This is an optimization exercise on Yosys and OpenROAD, whose aim is small area, a short achievable clock period and few clock cycles, not a production implementation. The RTL was checked by simulation tests, not by an equivalence proof against the original design.

north:
// dg_lane
module dg_lane (
    input  wire         clk,
    input  wire         rst,
    input  wire         in_valid,
    output wire         in_ready,
    input  wire [31:0]  in_data,
    input  wire         in_last,
    input  wire [2:0]   in_nbytes,
    input  wire [1:0]   in_mode,
    output wire         out_valid,
    output wire [255:0] out_digest
);
    localparam [1:0] MODE_SHA  = 2'd0;
    localparam [1:0] MODE_HMAC = 2'd1;
    localparam [1:0] MODE_KEY  = 2'd2;
    localparam [2:0] E_NONE = 3'd0;   
    localparam [2:0] E_OUT  = 3'd1;   
    localparam [2:0] E_OUTR = 3'd2;   
    localparam [2:0] E_KEYI = 3'd3;   
    localparam [2:0] E_KEYO = 3'd4;   
    localparam [1:0] I_CONT = 2'd0;
    localparam [1:0] I_IV   = 2'd1;
    localparam [1:0] I_IS   = 2'd2;
    localparam [1:0] I_OS   = 2'd3;
    localparam [1:0] H_FREE  = 2'd0;   
    localparam [1:0] H_CHAIN = 2'd1;   
    localparam [1:0] H_DIG   = 2'd2;   
    localparam [1:0] H_READY = 2'd3;   
    localparam [2:0] L_IDLE = 3'd0;   
    localparam [2:0] L_MSG  = 3'd1;   
    localparam [2:0] L_PAD  = 3'd2;   
    localparam [2:0] L_K17  = 3'd3;   
    localparam [2:0] L_OPAD = 3'd4;   
    localparam [2:0] L_OUTA = 3'd5;   
    localparam [2:0] L_OUTB = 3'd6;   
    function [31:0] rotr(input [31:0] x, input integer n);
        rotr = (x >> n) | (x << (32 - n));
    endfunction
    function [31:0] keep_bytes(input [31:0] d, input [2:0] n);
        case (n)
            3'd0:    keep_bytes = 32'h0;
            3'd1:    keep_bytes = {d[31:24], 24'h0};
            3'd2:    keep_bytes = {d[31:16], 16'h0};
            3'd3:    keep_bytes = {d[31:8], 8'h0};
            default: keep_bytes = d;
        endcase
    endfunction
    function [31:0] pad_byte(input [2:0] n);
        case (n)
            3'd0:    pad_byte = 32'h80000000;
            3'd1:    pad_byte = 32'h00800000;
            3'd2:    pad_byte = 32'h00008000;
            3'd3:    pad_byte = 32'h00000080;
            default: pad_byte = 32'h0;
        endcase
    endfunction
    function [31:0] bk_add(input [31:0] x, input [31:0] y);
        reg [31:0] gg, pp, G, P;
        integer lv, k;
        begin
            gg = x & y;
            pp = x ^ y;
            G = gg;
            P = pp;
            for (lv = 1; lv < 32; lv = lv * 2)
  ...
For scale: about 6800 cells after synthesis, ~1700 flip-flops, ~300 I/O pins, roughly 67000 um^2 of cells after synthesis.
Settings: LEC_CHECK=0, ABC_AREA=1, CAP_MARGIN=20, CORE_MARGIN=2, CORE_UTILIZATION=66, CTS_CLUSTER_DIAMETER=100, CTS_CLUSTER_SIZE=25, PLACE_DENSITY=0.76, SLEW_MARGIN=20; clock period 10.0 ns.
standard.sh (not shown) runs the stock make flow with config.mk's settings and CLKGATE_MAP_FILE= SYNTH_SCRIPT=/design/flow/synth_recipe.tcl, a recipe that flattens the netlist after the stock synthesis.
==> flow/flow/run.sh <==
#!/bin/bash
# The standard layout (the standard.sh, standard synthesis included) with two
# changes: the input and output port buffers are sky130_fd_sc_hd__buf_1 cells
# instead of the resizer's default choice, and timing repair aims for 5.5 ns of
# setup slack (a 4.5 ns period) at the design's 10 ns clock.
set -euo pipefail
export BUFFER_PORTS_ARGS="-buffer_cell sky130_fd_sc_hd__buf_1"
bash standard.sh SETUP_SLACK_MARGIN=5.5 synth > synth.log 2>&1
bash standard.sh SETUP_SLACK_MARGIN=5.5 finish > finish.log 2>&1
north completed every stage of the flow, and the final layout passed the timing, DRC and antenna checks.
Testbench counts of north, summed over its fixed seeds: cycles 160,840.
## Diff of input files: south against north
Settings: PLACE_DENSITY now 0.7, was 0.76; CORE_UTILIZATION now 60, was 66.
==> flow/flow/run.sh <==
#!/bin/bash
# The standard layout (the standard.sh, standard synthesis included) with two
# changes: the input and output port buffers are sky130_fd_sc_hd__buf_1 cells
# instead of the resizer's default choice, and timing repair aims for 5.75 ns of
# setup slack (a 4.25 ns period) at the design's 10 ns clock.
set -euo pipefail
export BUFFER_PORTS_ARGS="-buffer_cell sky130_fd_sc_hd__buf_1"
bash standard.sh SETUP_SLACK_MARGIN=5.75 synth > synth.log 2>&1
bash standard.sh SETUP_SLACK_MARGIN=5.75 finish > finish.log 2>&1
[summary]
- From north to south the numbers moved as follows: cell area moved up; average detailed-routed wire length per instance now sits higher.
- Looking at post-route minimum period across both flows, south is the stronger of the two, with north trailing.
- south vs. north: ratio of final minimum period to clock period went down by 2.5 points.
- Reported for north and south, number of max-cap violations turned out identical to the last digit.
- Compare north and south | slew at the pin closest to its max-slew limit higher: south
- Critical path depth in south is 15 higher than in north
- Comparing north against south, there is no change at all in count of cell types in the netlist.
What east does differently from south at the input level:
Settings: SETUP_SLACK_MARGIN now 5, previously not set; CTS_CLUSTER_DIAMETER no longer set, was 100; CTS_CLUSTER_SIZE no longer set, was 25.
==> flow/run.sh (new file) <==
#!/bin/bash
# synth_recipe.tcl (not shown) runs the flow's synth.tcl, then flattens the netlist and writes it again
# the make line also repeats each setting of config.mk as NAME=value (left out here)
make -C /OpenROAD-flow-scripts/flow DESIGN_CONFIG=/design/flow/config.mk WORK_HOME=/design/flow/orfs CLKGATE_MAP_FILE= SYNTH_SCRIPT=/design/flow/synth_recipe.tcl finish
removed: flow/flow/run.sh
removed: flow/standard.sh
==> run notes <==
- Delta (east minus south): number of buffers created by CTS now sits higher, met3 usage in global routing now sits higher.
- In east, relative area change from synthesis to final layout is higher than in south.
- Looking at stage delay of the slowest cell on the critical path, east sits 0.23 ns higher than south does.
- Diff south -> east: number of logic stages on the critical path including buffering shrank by 10, total count of max-transition violations in the final report barely changed.
#### Input delta (west over east)
Settings: removing SETUP_SLACK_MARGIN (formerly 5); setting CTS_BUF_LIST to sky130_fd_sc_hd__clkbuf_8 for the first time; setting CTS_CLUSTER_DIAMETER to 60 for the first time; setting CTS_CLUSTER_SIZE to 16 for the first time.
==> flow/flow/run.sh (new file) <==
#!/bin/bash
# The standard layout (the standard.sh, standard synthesis included) with two
# changes: the input and output port buffers are sky130_fd_sc_hd__buf_1 cells
# instead of the resizer's default choice, and timing repair aims for 5.5 ns of
# setup slack (a 4.5 ns period) at the design's 10 ns clock.
set -euo pipefail
export BUFFER_PORTS_ARGS="-buffer_cell sky130_fd_sc_hd__buf_1"
bash standard.sh SETUP_SLACK_MARGIN=5.5 synth > synth.log 2>&1
bash standard.sh SETUP_SLACK_MARGIN=5.5 finish > finish.log 2>&1
==> flow/standard.sh (new file) <==
#!/bin/bash
# synth_recipe.tcl (not shown) runs the flow's synth.tcl, then flattens the netlist and writes it again
# the make line also repeats each setting of config.mk as NAME=value (left out here)
make -C /OpenROAD-flow-scripts/flow DESIGN_CONFIG=/design/flow/config.mk WORK_HOME=/design/flow/orfs CLKGATE_MAP_FILE= SYNTH_SCRIPT=/design/flow/synth_recipe.tcl "${@:-finish}"
removed: flow/run.sh
==> comparison <==
Cmp west vs east: total routed wirelength lower in west. west vs east — maximum frequency from static timing analysis rose about 10%. Going from east to west, number of clock-tree buffers in the layout shrank by more than a quarter. west — sequential share of layout area 1.9 points higher, east as reference.
diff inputs: west => middle
Settings: changing CTS_CLUSTER_DIAMETER from 60 to 100; changing CTS_CLUSTER_SIZE from 16 to 25; removing CTS_BUF_LIST (formerly sky130_fd_sc_hd__clkbuf_8); setting SETUP_SLACK_MARGIN to 5 for the first time.
==> flow/run.sh (new file) <==
#!/bin/bash
# synth_recipe.tcl (not shown) runs the flow's synth.tcl, then flattens the netlist and writes it again
# the make line also repeats each setting of config.mk as NAME=value (left out here)
make -C /OpenROAD-flow-scripts/flow DESIGN_CONFIG=/design/flow/config.mk WORK_HOME=/design/flow/orfs CLKGATE_MAP_FILE= SYNTH_SCRIPT=/design/flow/synth_recipe.tcl finish
removed: flow/flow/run.sh
removed: flow/standard.sh
### Flow results
middle improves on west in clock skew.
middle vs west — count of cells along the worst register-to-register path dropped 3.
[compare] base=west new=middle: synthesized netlist net count has remained practically unchanged; total length of routed wires has decreased.
On shortest period the worst path allows: between west and middle, it ends up higher for middle.
Layout clock buffer count ended up 65 lower on middle than on west.

the previous run:
Starting RTL as in the previous note.
export LEC_CHECK = 0
export ABC_AREA = 1
export CAP_MARGIN = 20
export CORE_MARGIN = 2
export CORE_UTILIZATION = 60
export CTS_CLUSTER_DIAMETER = 100
export CTS_CLUSTER_SIZE = 25
export PLACE_DENSITY = 0.7
export SLEW_MARGIN = 20
create_clock -name core_clock -period 10.0 [get_ports {clk}]
==> flow/flow/run.sh <==
#!/bin/bash
# The standard layout (the standard.sh, standard synthesis included) with two
# changes: the input and output port buffers are sky130_fd_sc_hd__buf_1 cells
# instead of the resizer's default choice, and timing repair aims for 6 ns of
# setup slack (a 4 ns period) at the design's 10 ns clock.
set -euo pipefail
export BUFFER_PORTS_ARGS="-buffer_cell sky130_fd_sc_hd__buf_1"
bash standard.sh SETUP_SLACK_MARGIN=6 synth > synth.log 2>&1
bash standard.sh SETUP_SLACK_MARGIN=6 finish > finish.log 2>&1
Testbench counts of the previous run, summed over its fixed seeds: cycles 160,840.
Input-level comparison between the current run and the previous run:
==> flow/flow/run.sh <==
#!/bin/bash
# The standard layout (the standard.sh, standard synthesis included) with two
# changes: the input and output port buffers are sky130_fd_sc_hd__buf_1 cells
# instead of the resizer's default choice, and timing repair aims for 5.5 ns of
# setup slack (a 4.5 ns period) at the design's 10 ns clock.
set -euo pipefail
export BUFFER_PORTS_ARGS="-buffer_cell sky130_fd_sc_hd__buf_1"
bash standard.sh SETUP_SLACK_MARGIN=5.5 synth > synth.log 2>&1
bash standard.sh SETUP_SLACK_MARGIN=5.5 finish > finish.log 2>&1
==> run notes <==
The fraction of final layout cells with drive strength greater than 1 in the current run was lower than what the previous run gave.
| count of instances resized after the clock tree is built | the current run vs the previous run | 68% lower |
| register-to-register slack | the current run vs the previous run | ≈ equal |
Total of fill cells in the finished design came out higher on the current run than on the previous run.
In the current run, non-clock buffer count is lower than in the previous run.
Between the current run and the previous run, the placed instance count does not differ in any meaningful way.

[static timing again, ports no longer ideal]
The results above use ideal ports. As a check the final layouts listed here were re-extracted and re-timed, cells and wires unchanged. Step 1 assumes that a clkbuf_16 drives the clock port and a buf_2 every other input. Step 2 adds t to the input delays and takes it off the output delays; t is the mean of the earliest and latest rising clock arrival at the registers after step 1. Input paths then give back, and output paths get back, about the clock's delay inside the block. Three values: ideal, step 1, step 2; two values: the first two.
| run | shift t [ns] | slack for setup (ns) | hold slack, ns | slew at the worst register clock pin (ns) | pins driven straight from the clock port |
|---|---|---|---|---|---|
| north | 0.796 | 5.257 / 5.257 / 4.775 | 0.313 / 0.313 / 0.313 | 0.11 / 0.11 | 1 |
| south | 0.800 | 5.508 / 5.508 / 4.850 | 0.320 / 0.320 / 0.320 | 0.11 / 0.11 | 1 |
| east | 0.864 | 4.922 / 4.922 / 4.470 | 0.287 / 0.287 / 0.287 | 0.07 / 0.07 | 1 |
| west | 0.972 | 5.397 / 5.397 / 4.562 | 0.281 / 0.281 / 0.281 | 0.12 / 0.12 | 1 |
| middle | 0.795 | 4.942 / 4.942 / 4.465 | 0.311 / 0.311 / 0.311 | 0.11 / 0.11 | 1 |
| the previous run | 0.798 | 5.429 / 5.429 / 5.149 | 0.310 / 0.310 / 0.310 | 0.11 / 0.11 | 1 |
| the current run | 0.810 | 5.422 / 5.422 / 4.784 | 0.311 / 0.311 / 0.311 | 0.12 / 0.12 | 1 |
After both steps every run listed still meets setup and hold. For west, which loses most, drivers alone change the setup slack by 0.000 ns; drivers and shift together by -0.835 ns.
